What follows belongs to an exercise in optimizing a design on an open flow for small area and a short achievable clock period; a production flow would make more cautious choices.
In this exercise RTL edits were held to simulation tests only and were not proved equivalent to the original.

==> flow/design.v <==
module rank_select (
    input  wire        clk,
    input  wire        rst,
    input  wire        step,       
    input  wire [19:0] n,          
    input  wire [14:0] vld,        
    input  wire [2:0]  hw,
    input  wire [7:0]  xsel,       
    input  wire [3:0]  sel,
    output reg  [19:0] q,          
    output reg  [19:0] x           
);
    localparam N = 15;
    function automatic le20(input [19:0] a, input [19:0] b);
        reg c, u, v;
        integer i;
        begin
            c = 1'b1;
            for (i = 0; i < 20; i = i + 1) begin
                u = (i == 19) ? ~b[i] : b[i];
                v = (i == 19) ? a[i] : ~a[i];
                c = (u & v) | (u & c) | (v & c);
            end
            le20 = c;
        end
    endfunction
    function automatic [1:0] fa(input a, input b, input c);
        fa = {(a & b) | (a & c) | (b & c), a ^ b ^ c};
    endfunction
    function automatic [3:0] count14(input [13:0] m);
        reg [1:0] f0, f1, f2, f3, f4, g0, g1, g2, g3, h0, h1, h2, h3, h4;
        begin
            f0 = fa(m[0],  m[1],  m[2]);
            f1 = fa(m[3],  m[4],  m[5]);
            f2 = fa(m[6],  m[7],  m[8]);
            f3 = fa(m[9],  m[10], m[11]);
            f4 = fa(m[12], m[13], 1'b0);
            g0 = fa(f0[0], f1[0], f2[0]);
            g1 = fa(f3[0], f4[0], 1'b0);
            g2 = fa(f0[1], f1[1], f2[1]);
            g3 = fa(f3[1], f4[1], 1'b0);
            h0 = fa(g0[0], g1[0], 1'b0);
            h1 = fa(g0[1], g1[1], g2[0]);
            h2 = fa(h1[0], g3[0], h0[1]);
            h3 = fa(g2[1], g3[1], h1[1]);
            h4 = fa(h3[0], h2[1], 1'b0);
            count14 = {h3[1] | h4[1], h4[0], h2[0], h0[0]};
        end
    endfunction
    function automatic [3:0] adj4(input [3:0] r, input up, input [3:0] d);
        reg g3, g2, g1, g0, e3, e2, e1, dn, inc, dec;
        reg [3:0] t;
        begin
            g3 = r[3] & ~d[3];  e3 = ~(r[3] ^ d[3]);
            g2 = r[2] & ~d[2];  e2 = ~(r[2] ^ d[2]);
            g1 = r[1] & ~d[1];  e1 = ~(r[1] ^ d[1]);
            g0 = r[0] & ~d[0];
            dn = g3 | e3 & (g2 | e2 & (g1 | e1 & g0));
            inc = up & ~dn;
            dec = dn & ~up;
            t[0] = inc | dec;
            t[1] = inc & r[0] | dec & ~r[0];
            t[2] = inc & r[0] & r[1] | dec & ~r[0] & ~r[1];
            t[3] = inc & r[0] & r[1] & r[2] | dec & ~r[0] & ~r[1] & ~r[2];
            adj4 = r ^ t;
        end
    endfunction
    reg  [19:0] win [0:N-1];
    reg  [3:0]  rb  [1:N-1];
    reg  [13:0] c0;      
    reg  [3:0]  rdel;
    integer k;
    wire [13:0] m;
    genvar g;
    generate
        for (g = 0; g < 14; g = g + 1) begin : g_cmp
            wire le = vld[g] ? le20(win[g], n) : ~n[19];
            assign m[g] = le & (g < {hw, 1'b0});
        end
    endgenerate
    wire [3:0] r [0:N-1];
    assign r[0] = count14(c0);
    generate
        for (g = 1; g < N; g = g + 1) begin : g_r
            assign r[g] = adj4(rb[g], ~c0[g-1], rdel);
        end
    endgenerate
    reg [3:0] rlv;
    always @* begin
        case (hw)
            3'd2:    rlv = r[4];
            3'd3:    rlv = r[6];
            3'd4:    rlv = r[8];
            3'd5:    rlv = r[10];
            3'd6:    rlv = r[12];
            3'd7:    rlv = r[14];
            default: rlv = r[2];
        endcase
    end
    always @(posedge clk) begin
        if (step) begin
            win[0] <= n;
            for (k = 1; k < N; k = k + 1)
                win[k] <= win[k-1];
        end
        if (rst) begin
            c0   <= 14'd0;
            rdel <= 4'd15;
            for (k = 1; k < N; k = k + 1)
                rb[k] <= k[3:0] - 4'd1;
        end else if (step) begin
            c0   <= m;
            rdel <= rlv;
            for (k = 1; k < N; k = k + 1)
                rb[k] <= r[k-1];
        end
    end
    always @* begin
        q = 20'd0;
        for (k = 0; k < N; k = k + 1)
            if (k <= {hw, 1'b0} && r[k] == sel && vld[k])
                q = q | win[k];
        x = 20'd0;
        for (k = 0; k < 8; k = k + 1)
            if (xsel[k])
                x = x | win[k+1];
    end
endmodule
module rank_filter (
    input  wire        clk,
    input  wire        rst,         
    input  wire        in_valid,
    input  wire [19:0] in_i,
    input  wire [19:0] in_q,
    input  wire [2:0]  rank_hw,     
    input  wire [3:0]  rank_sel,    
    input  wire [1:0]  rank_mode,   
    input  wire [19:0] imp_th,      
    output reg         out_valid,
    output reg  [19:0] out_i,
    output reg  [19:0] out_q,
    output reg         out_imp,
    output reg  [15:0] imp_cnt
);
    reg [2:0]  hw;
    reg [3:0]  sel;
    reg [1:0]  mode;
    reg [19:0] th;
    reg [6:0]  hw1;
    integer j;
    always @(posedge clk) begin
        for (j = 0; j < 7; j = j + 1)
            hw1[j] <= (rank_hw == j + 1);
        hw   <= rank_hw;
        sel  <= rank_sel;
        mode <= rank_mode;
        th   <= imp_th;
    end
    reg        pend, rst1;
    reg [19:0] n_i, n_q;
    always @(posedge clk) begin
        pend <= in_valid & ~rst;
        rst1 <= rst;
        n_i  <= in_i;
        n_q  <= in_q;
    end
    reg [14:0] vld;
    reg        rdy;
    always @(posedge clk) begin
        if (rst1)
            vld <= 15'd0;
        else if (pend)
            vld <= {vld[13:0], 1'b1};
        rdy <= pend & vld[hw - 3'd1] & ~rst;
    end
    wire [19:0] q_i, q_q, x_i, x_q;
    rank_select u_sel_i (.clk(clk), .rst(rst1), .step(pend), .n(n_i), .vld(vld),
                         .hw(hw), .xsel(xsel), .sel(sel), .q(q_i), .x(x_i));
    rank_select u_sel_q (.clk(clk), .rst(rst1), .step(pend), .n(n_q), .vld(vld),
                         .hw(hw), .xsel(xsel), .sel(sel), .q(q_q), .x(x_q));
    reg        v2;
    reg [7:0]  xsel;
    reg [19:0] q2_i, q2_q;
    always @(posedge clk) begin
        v2   <= rdy & ~rst;
        xsel <= pend ? {hw1, 1'b0} : {1'b0, hw1};
        q2_i <= q_i;
        q2_q <= q_q;
    end
    wire [19:0] x2_i = x_i, x2_q = x_q;
    function automatic nonneg3(input [21:0] a, input [21:0] b, input [21:0] c);
        reg [21:0] s, k;
        reg        cy, u;
        integer    i;
        begin
            for (i = 0; i < 22; i = i + 1) begin
                s[i] = a[i] ^ b[i] ^ c[i];
                k[i] = (a[i] & b[i]) | (a[i] & c[i]) | (b[i] & c[i]);
            end
            cy = 1'b1;
            for (i = 0; i < 21; i = i + 1) begin
                u  = (i == 0) ? 1'b0 : k[i-1];
                cy = (s[i] & u) | (s[i] & cy) | (u & cy);
            end
            nonneg3 = ~(s[21] ^ k[20] ^ cy);
        end
    endfunction
    function automatic big(input [19:0] x, input [19:0] q, input [19:0] t);
        reg [21:0] xs, qs, nt;
        begin
            xs  = {{2{x[19]}}, x};
            qs  = {{2{q[19]}}, q};
            nt  = ~{2'b00, t};
            big = nonneg3(xs, ~qs, nt) | nonneg3(qs, ~xs, nt);
        end
    endfunction
    wire flag  = big(x2_i, q2_i, th) | big(x2_q, q2_q, th);
    wire use_q = (mode == 2'd1) || (mode == 2'd2 && flag);
    reg imp1;    
    always @(posedge clk) begin
        out_valid <= v2 & ~rst;
        out_imp   <= flag;
        imp1      <= flag;
        out_i     <= use_q ? q2_i : x2_i;
        out_q     <= use_q ? q2_q : x2_q;
    end
    always @(posedge clk) begin
        if (rst)
            imp_cnt <= 16'd0;
        else if (out_valid && imp1 && imp_cnt != 16'hFFFF)
            imp_cnt <= imp_cnt + 16'd1;
    end
endmodule
clock: 16.0 ns
lec_check: 0
cap_margin: 20
core_margin: 2
core_utilization: 25
place_density: 0.4
slew_margin: 20
run.sh (not shown) runs the stock make flow with config.mk's settings and CLKGATE_MAP_FILE= SYNTH_SCRIPT=/design/flow/synth_recipe.tcl, a recipe that flattens the netlist after the stock synthesis.
Rerun with:
==> flow/flow/run.sh (new file) <==
#!/bin/bash
# Own layout flow: the standard ORFS flow, with timing repair aimed at
# a shorter period than the clock's (the design meets the clock period by a
# wide margin, so the standard repair steps do nothing). The constraints are
# the design's; only the repair target differs. Each tool's full output
# goes to a log file of its own in this folder.
set -euo pipefail
MARGIN=$(cat flow/margin.txt)
bash standard.sh synth > synth.log 2>&1
bash standard.sh SETUP_SLACK_MARGIN=$MARGIN floorplan > floorplan.log 2>&1
bash standard.sh SETUP_SLACK_MARGIN=$MARGIN place > place.log 2>&1
bash standard.sh SETUP_SLACK_MARGIN=$MARGIN cts > cts.log 2>&1
bash standard.sh SETUP_SLACK_MARGIN=$MARGIN route > route.log 2>&1
bash standard.sh SETUP_SLACK_MARGIN=$MARGIN finish > finish.log 2>&1
==> flow/flow/margin.txt (new file) <==
11.55
==> flow/standard.sh (new file) <==
#!/bin/bash
# synth_recipe.tcl (not shown) runs the flow's synth.tcl, then flattens the netlist and writes it again
# the make line also repeats each setting of config.mk as NAME=value (left out here)
make -C /OpenROAD-flow-scripts/flow DESIGN_CONFIG=/design/flow/config.mk WORK_HOME=/design/flow/orfs CLKGATE_MAP_FILE= SYNTH_SCRIPT=/design/flow/synth_recipe.tcl "${@:-finish}"
Settings changed: CORE_UTILIZATION 25 to 60, PLACE_DENSITY 0.4 to 0.7.
removed: flow/run.sh
Design area decreases by 3.2%; via count goes up by 4.0%; sequential share of layout area climbs by 1.5 points; wire length drops by about 11%; global-route usage rises by 21 points; setup slack gains 0.72 ns; first-iteration DRC count grows by about 60%.

==> what the ideal ports hide <==
In the flow no input, the clock included, has a driving cell. The finished layouts below were timed again as built, in two steps.
Step 1, drivers: a clkbuf_16 drives clk and a buf_2 each remaining input, both assumed.
Step 2 times the ports against the registers' clock, not the clock port: input delays grow and output delays shrink by t, the midpoint of the rising clock arrivals with the driver on.
a / b / c = no drivers / after step 1 / after step 2; a / b = the first two.
run	t, ns	slack for setup (ns)	worst hold slack (ns)	worst register clock-pin slew, ns
the first run	0.835	10.762 / 10.674 / 10.966	0.434 / 0.434 / 0.434	0.07 / 0.07
the second run	0.782	11.477 / 11.477 / 11.477	0.431 / 0.431 / 0.431	0.07 / 0.07
After both steps every run listed still meets setup and hold.
